Source: an optimization exercise on an open RTL-to-GDS flow (aim: small area and a short achievable clock period). Production flows keep margins and buffers that such runs may drop. RTL that was checked went through simulation tests only; none was proved equivalent to the original. The clock input has no modelled driver; a real chip could not lean on it and would need a root buffer or a full tree.

Design line_decoder, start of the top module:
module line_decoder (
    input  wire         clk,
    input  wire         rst,
    input  wire         in_valid,
    input  wire [144:0] in_code,
    output reg          out_valid,
    output reg  [127:0] out_data,
    output reg  [16:0]  out_check,
    output reg  [1:0]   out_status
);
Size in the first run: roughly 2000 cells after synthesis, roughly 460 flip-flops, ~0.020 mm² of cells after synthesis.
==> flow/config.mk <==
export PLATFORM = sky130hd
export DESIGN_NAME = line_decoder
export DESIGN_NICKNAME = line_decoder
export VERILOG_FILES = /design/flow/design.v
export SDC_FILE = /design/flow/constraint.sdc
export NUM_CORES = 4
export LEC_CHECK = 0
export CAP_MARGIN = 20
export CORE_MARGIN = 2
export CORE_UTILIZATION = 55
export CTS_BUF_LIST = sky130_fd_sc_hd__clkbuf_16
export CTS_CLUSTER_DIAMETER = 80
export CTS_CLUSTER_SIZE = 24
export GPL_TIMING_DRIVEN = 0
export SLEW_MARGIN = 20
export SYNTH_HIERARCHICAL = 1
==> flow/constraint.sdc <==
create_clock -name core_clock -period 40.0 [get_ports {clk}]
set_input_delay 8.0000 -clock core_clock [delete_from_list [all_inputs] [get_ports {clk}]]
set_output_delay 8.0000 -clock core_clock [all_outputs]
set_load 0.01 [all_outputs]
standard.sh (not shown) runs the stock make flow with config.mk's settings and CLKGATE_MAP_FILE= SYNTH_SCRIPT=/design/flow/synth_recipe.tcl, a recipe that flattens the netlist after the stock synthesis.
==> flow/flow/run.sh <==
#!/bin/bash
# Standard ORFS layout (the standard.sh), with the port buffers made from
# the smallest plain buffer instead of the default delay-buffer cell.
set -euo pipefail
bash standard.sh "BUFFER_PORTS_ARGS=-buffer_cell sky130_fd_sc_hd__buf_1" finish > standard.log 2>&1
Then changed:
CAP_MARGIN = 40   (was 20)
CORE_UTILIZATION = 60   (was 55)
CTS_CLUSTER_DIAMETER = 50   (was 80)
CTS_CLUSTER_SIZE = 30   (was 24)
GPL_TIMING_DRIVEN = default   (was 0)
SLEW_MARGIN = 30   (was 20)
The changed run completed without violations.
Via count goes up by 2.4%.
Die area goes down by 8.2%.
Clock skew goes up by 0.012 ns.
Core utilization goes up by 8.0 points.
Function was not checked in any run of this note: the RTL went through the layout flow alone.


== alpha ==
Another version of the RTL of line_decoder (not shown whole).
Size: ~1,900 cells after synthesis, roughly 460 flip-flops, ~300 I/O pins, roughly 20,000 µm² of cells after synthesis.
==> flow/design.v (excerpt) <==
module line_decoder (
    input  wire         clk,
    input  wire         rst,
    input  wire         in_valid,
    input  wire [144:0] in_code,
    output reg          out_valid,
    output reg  [127:0] out_data,
    output reg  [16:0]  out_check,
    output reg  [1:0]   out_status
);
Settings: LEC_CHECK=0, CAP_MARGIN=10, CORE_MARGIN=2, CORE_UTILIZATION=65, CTS_BUF_LIST=sky130_fd_sc_hd__clkbuf_8, CTS_CLUSTER_DIAMETER=60, CTS_CLUSTER_SIZE=20, SLEW_MARGIN=10, SYNTH_HIERARCHICAL=1; clock period 40.0 ns.
==> flow/flow/run.sh <==
#!/bin/bash
# Standard ORFS layout (the standard.sh) with two changes:
#  - port buffers use the smallest plain buffer (buf_1) instead of the default delay cell;
#  - clock tree synthesis without dummy load cells.
set -euo pipefail
bash standard.sh \
  "BUFFER_PORTS_ARGS=-buffer_cell sky130_fd_sc_hd__buf_1" \
  "CTS_ARGS=-sink_clustering_enable -repair_clock_nets -dont_use_dummy_load -sink_clustering_size 20 -sink_clustering_max_diameter 60 -root_buf sky130_fd_sc_hd__clkbuf_16 -buf_list sky130_fd_sc_hd__clkbuf_16 -sink_clustering_buffer sky130_fd_sc_hd__clkbuf_8" \
  finish > standard.log 2>&1
Both conditions hold for alpha: the flow ran to the end and the final layout passed the timing, design-rule and antenna checks.
Modified inputs, beta compared to alpha
==> flow/flow/run.sh <==
#!/bin/bash
# Standard ORFS layout (the standard.sh) with two changes:
#  - port buffers use the smallest plain buffer (buf_1) instead of the default delay cell;
#  - clock tree synthesis without dummy load cells.
set -euo pipefail
bash standard.sh \
  "BUFFER_PORTS_ARGS=-buffer_cell sky130_fd_sc_hd__buf_1" \
  "CTS_ARGS=-sink_clustering_enable -repair_clock_nets -dont_use_dummy_load -sink_clustering_size 16 -sink_clustering_max_diameter 60 -buf_list sky130_fd_sc_hd__clkbuf_8" \
  finish > standard.log 2>&1
diff --git a/flow/config.mk b/flow/config.mk
--- a/flow/config.mk
+++ b/flow/config.mk
@@ -8,8 +8,8 @@
 export CAP_MARGIN = 10
 export CORE_MARGIN = 2
-export CORE_UTILIZATION = 65
+export CORE_UTILIZATION = 68
 export CTS_BUF_LIST = sky130_fd_sc_hd__clkbuf_8
 export CTS_CLUSTER_DIAMETER = 60
-export CTS_CLUSTER_SIZE = 20
+export CTS_CLUSTER_SIZE = 16
 export SLEW_MARGIN = 10
 export SYNTH_HIERARCHICAL = 1
### Flow results
- In beta, the number of H-tree levels came out 1 above the value in alpha.
- Of beta and alpha, beta shows the higher met3 routed wirelength, with alpha below it.
- Width of the chip, beta and alpha: lower on beta
- Largest stage delay on the critical path delta (beta -> alpha): insignificant
- Total of fill cells in the finished design in beta is 14% lower than in alpha
- Summary of beta over alpha: setup slack shrank by 47 ps; max-capacitance violation count held steady; final standard cell count with taps included and fillers excluded held steady; global-route usage over all layers grew by 3.6 points.
- beta ends up with a final wirelength that is 5.6% higher than in alpha.
> inputs changed (beta -> gamma)
==> flow/flow/run.sh <==
#!/bin/bash
# Standard ORFS layout (the standard.sh) with these changes:
#  - port buffers use the smallest plain buffer (buf_1) instead of the default delay cell;
#  - clock tree: clkbuf_16 for the upper levels, clkbuf_8 leaf buffers, no dummy loads;
set -euo pipefail
ARGS=(
  "BUFFER_PORTS_ARGS=-buffer_cell sky130_fd_sc_hd__buf_1"
  "CTS_ARGS=-sink_clustering_enable -repair_clock_nets -dont_use_dummy_load -sink_clustering_size 16 -sink_clustering_max_diameter 60 -root_buf sky130_fd_sc_hd__clkbuf_16 -buf_list sky130_fd_sc_hd__clkbuf_16 -sink_clustering_buffer sky130_fd_sc_hd__clkbuf_8"
)
bash standard.sh "${ARGS[@]}" cts > standard_cts.log 2>&1
RR_ODB="$PWD/orfs/results/$FLOW_PLATFORM/line_decoder/base/4_cts.odb" \
  openroad -no_init -exit flow/remove_root.tcl > remove_root.log 2>&1
bash standard.sh "${ARGS[@]}" finish > standard.log 2>&1
==> flow/flow/remove_root.tcl (new file) <==
set odb $::env(RR_ODB)
read_db $odb
set block [ord::get_db_block]
set inst [$block findInst clkbuf_0_clk]
if {$inst == "NULL"} { puts "remove_root: no root buffer, unchanged"; exit 0 }
set a [$inst findITerm A]
set x [$inst findITerm X]
set in_net [$a getNet]
set out_net [$x getNet]
set loads {}
foreach it [$out_net getITerms] { if {[$it getId] != [$x getId]} { lappend loads $it } }
set other 0
foreach it [$in_net getITerms] { if {[$it getId] != [$a getId]} { incr other } }
if {[llength $loads] + $other > 4 || [llength [$out_net getBTerms]] > 0 || [llength [$in_net getBTerms]] != 1} {
  puts "remove_root: port would feed [expr {[llength $loads] + $other}] pins, unchanged"
  exit 0
}
foreach it $loads { $it disconnect; $it connect $in_net }
$a disconnect
$x disconnect
odb::dbInst_destroy $inst
odb::dbNet_destroy $out_net
puts "remove_root: clock port now drives [llength [$in_net getITerms]] pins"
write_db $odb
diff --git a/flow/config.mk b/flow/config.mk
--- a/flow/config.mk
+++ b/flow/config.mk
@@ -6,10 +6,10 @@
 export NUM_CORES = 4
 export LEC_CHECK = 0
-export CAP_MARGIN = 10
+export CAP_MARGIN = 0
 export CORE_MARGIN = 2
-export CORE_UTILIZATION = 68
+export CORE_UTILIZATION = 65
 export CTS_BUF_LIST = sky130_fd_sc_hd__clkbuf_8
 export CTS_CLUSTER_DIAMETER = 60
 export CTS_CLUSTER_SIZE = 16
-export SLEW_MARGIN = 10
+export SLEW_MARGIN = 0
 export SYNTH_HIERARCHICAL = 1
--- outcome ---
- Fraction of the cycle the final worst path needs: beta and gamma compared, higher one is beta
- beta: done, clean on timing, DRC and antenna
- gamma ended with every stage complete and zero timing, DRC or antenna violations.
- Between gamma and beta, the post-route cell area does not differ in any meaningful way.


Another version of the RTL of line_decoder (not shown whole).
For scale: roughly 2000 cells after synthesis, about 300 I/O pins.
clock: 40.0 ns
lec_check: 0
cap_margin: 40
core_margin: 2
core_utilization: 55
cts_buf_list: sky130_fd_sc_hd__clkbuf_8
cts_cluster_diameter: 60
cts_cluster_size: 16
slew_margin: 30
synth_hierarchical: 1
==> flow/flow/run.sh <==
#!/bin/bash
# Standard ORFS layout (the standard.sh) with two changes:
#  - port buffers use the smallest plain buffer (buf_1) instead of the default delay cell;
#  - clock tree synthesis without dummy load cells.
set -euo pipefail
bash standard.sh \
  "BUFFER_PORTS_ARGS=-buffer_cell sky130_fd_sc_hd__buf_1" \
  "CTS_ARGS=-sink_clustering_enable -repair_clock_nets -dont_use_dummy_load -sink_clustering_size 16 -sink_clustering_max_diameter 60 -buf_list sky130_fd_sc_hd__clkbuf_8" \
  finish > standard.log 2>&1
Then changed:
--- a/flow/flow/run.sh
+++ b/flow/flow/run.sh
@@ -7,3 +7,3 @@
   "BUFFER_PORTS_ARGS=-buffer_cell sky130_fd_sc_hd__buf_1" \
-  "CTS_ARGS=-sink_clustering_enable -repair_clock_nets -dont_use_dummy_load -sink_clustering_size 16 -sink_clustering_max_diameter 60 -buf_list sky130_fd_sc_hd__clkbuf_8" \
+  "CTS_ARGS=-sink_clustering_enable -repair_clock_nets -dont_use_dummy_load -sink_clustering_size 24 -sink_clustering_max_diameter 80 -buf_list sky130_fd_sc_hd__clkbuf_16" \
   finish > standard.log 2>&1
Settings changed: CAP_MARGIN 40 to 10, CTS_BUF_LIST sky130_fd_sc_hd__clkbuf_8 to sky130_fd_sc_hd__clkbuf_16, CTS_CLUSTER_DIAMETER 60 to 80, CTS_CLUSTER_SIZE 16 to 24, SLEW_MARGIN 30 to 10.
Outcome:
- The changed run finished with timing, DRC and antenna clean
- maximum frequency went up by 0.45%
- synthesized cell count is unchanged
- clock-buffer cell count went down by 13
- setup slack gets better by 0.041 ns
- utilization went down by 0.53 points
- worst hold slack gets better by 0.0093 ns
No functional check of the RTL was part of any run of this note.

[separate check: timing with driven ports]
No port has a modelled driver above. Below, the same layouts with a new extraction and two added sets of constraints. Step 1 assumes that a clkbuf_16 drives the clock port and a buf_2 every other input. Step 2 times the ports against the registers' clock, not the clock port: input delays grow and output delays shrink by t, the midpoint of the rising clock arrivals with the driver on. Three values: ideal ports, drivers, drivers and shift; two values: the first two.
run	shift t [ns]	setup slack, ns	cell pins on the clock port's net
the first run of note 1	0.631	30.421 / 30.421 / 30.421	1
the second run of note 1	0.608	30.934 / 30.880 / 31.319	1
alpha	0.585	30.928 / 30.875 / 31.460	1
beta	0.598	30.880 / 30.830 / 31.428	1
gamma	0.420	31.129 / 31.037 / 31.457	4
the first run of note 3	0.655	30.854 / 30.803 / 31.459	1
the second run of note 3	0.605	30.895 / 30.837 / 31.411	1
After both steps setup and hold are still met in every run listed.
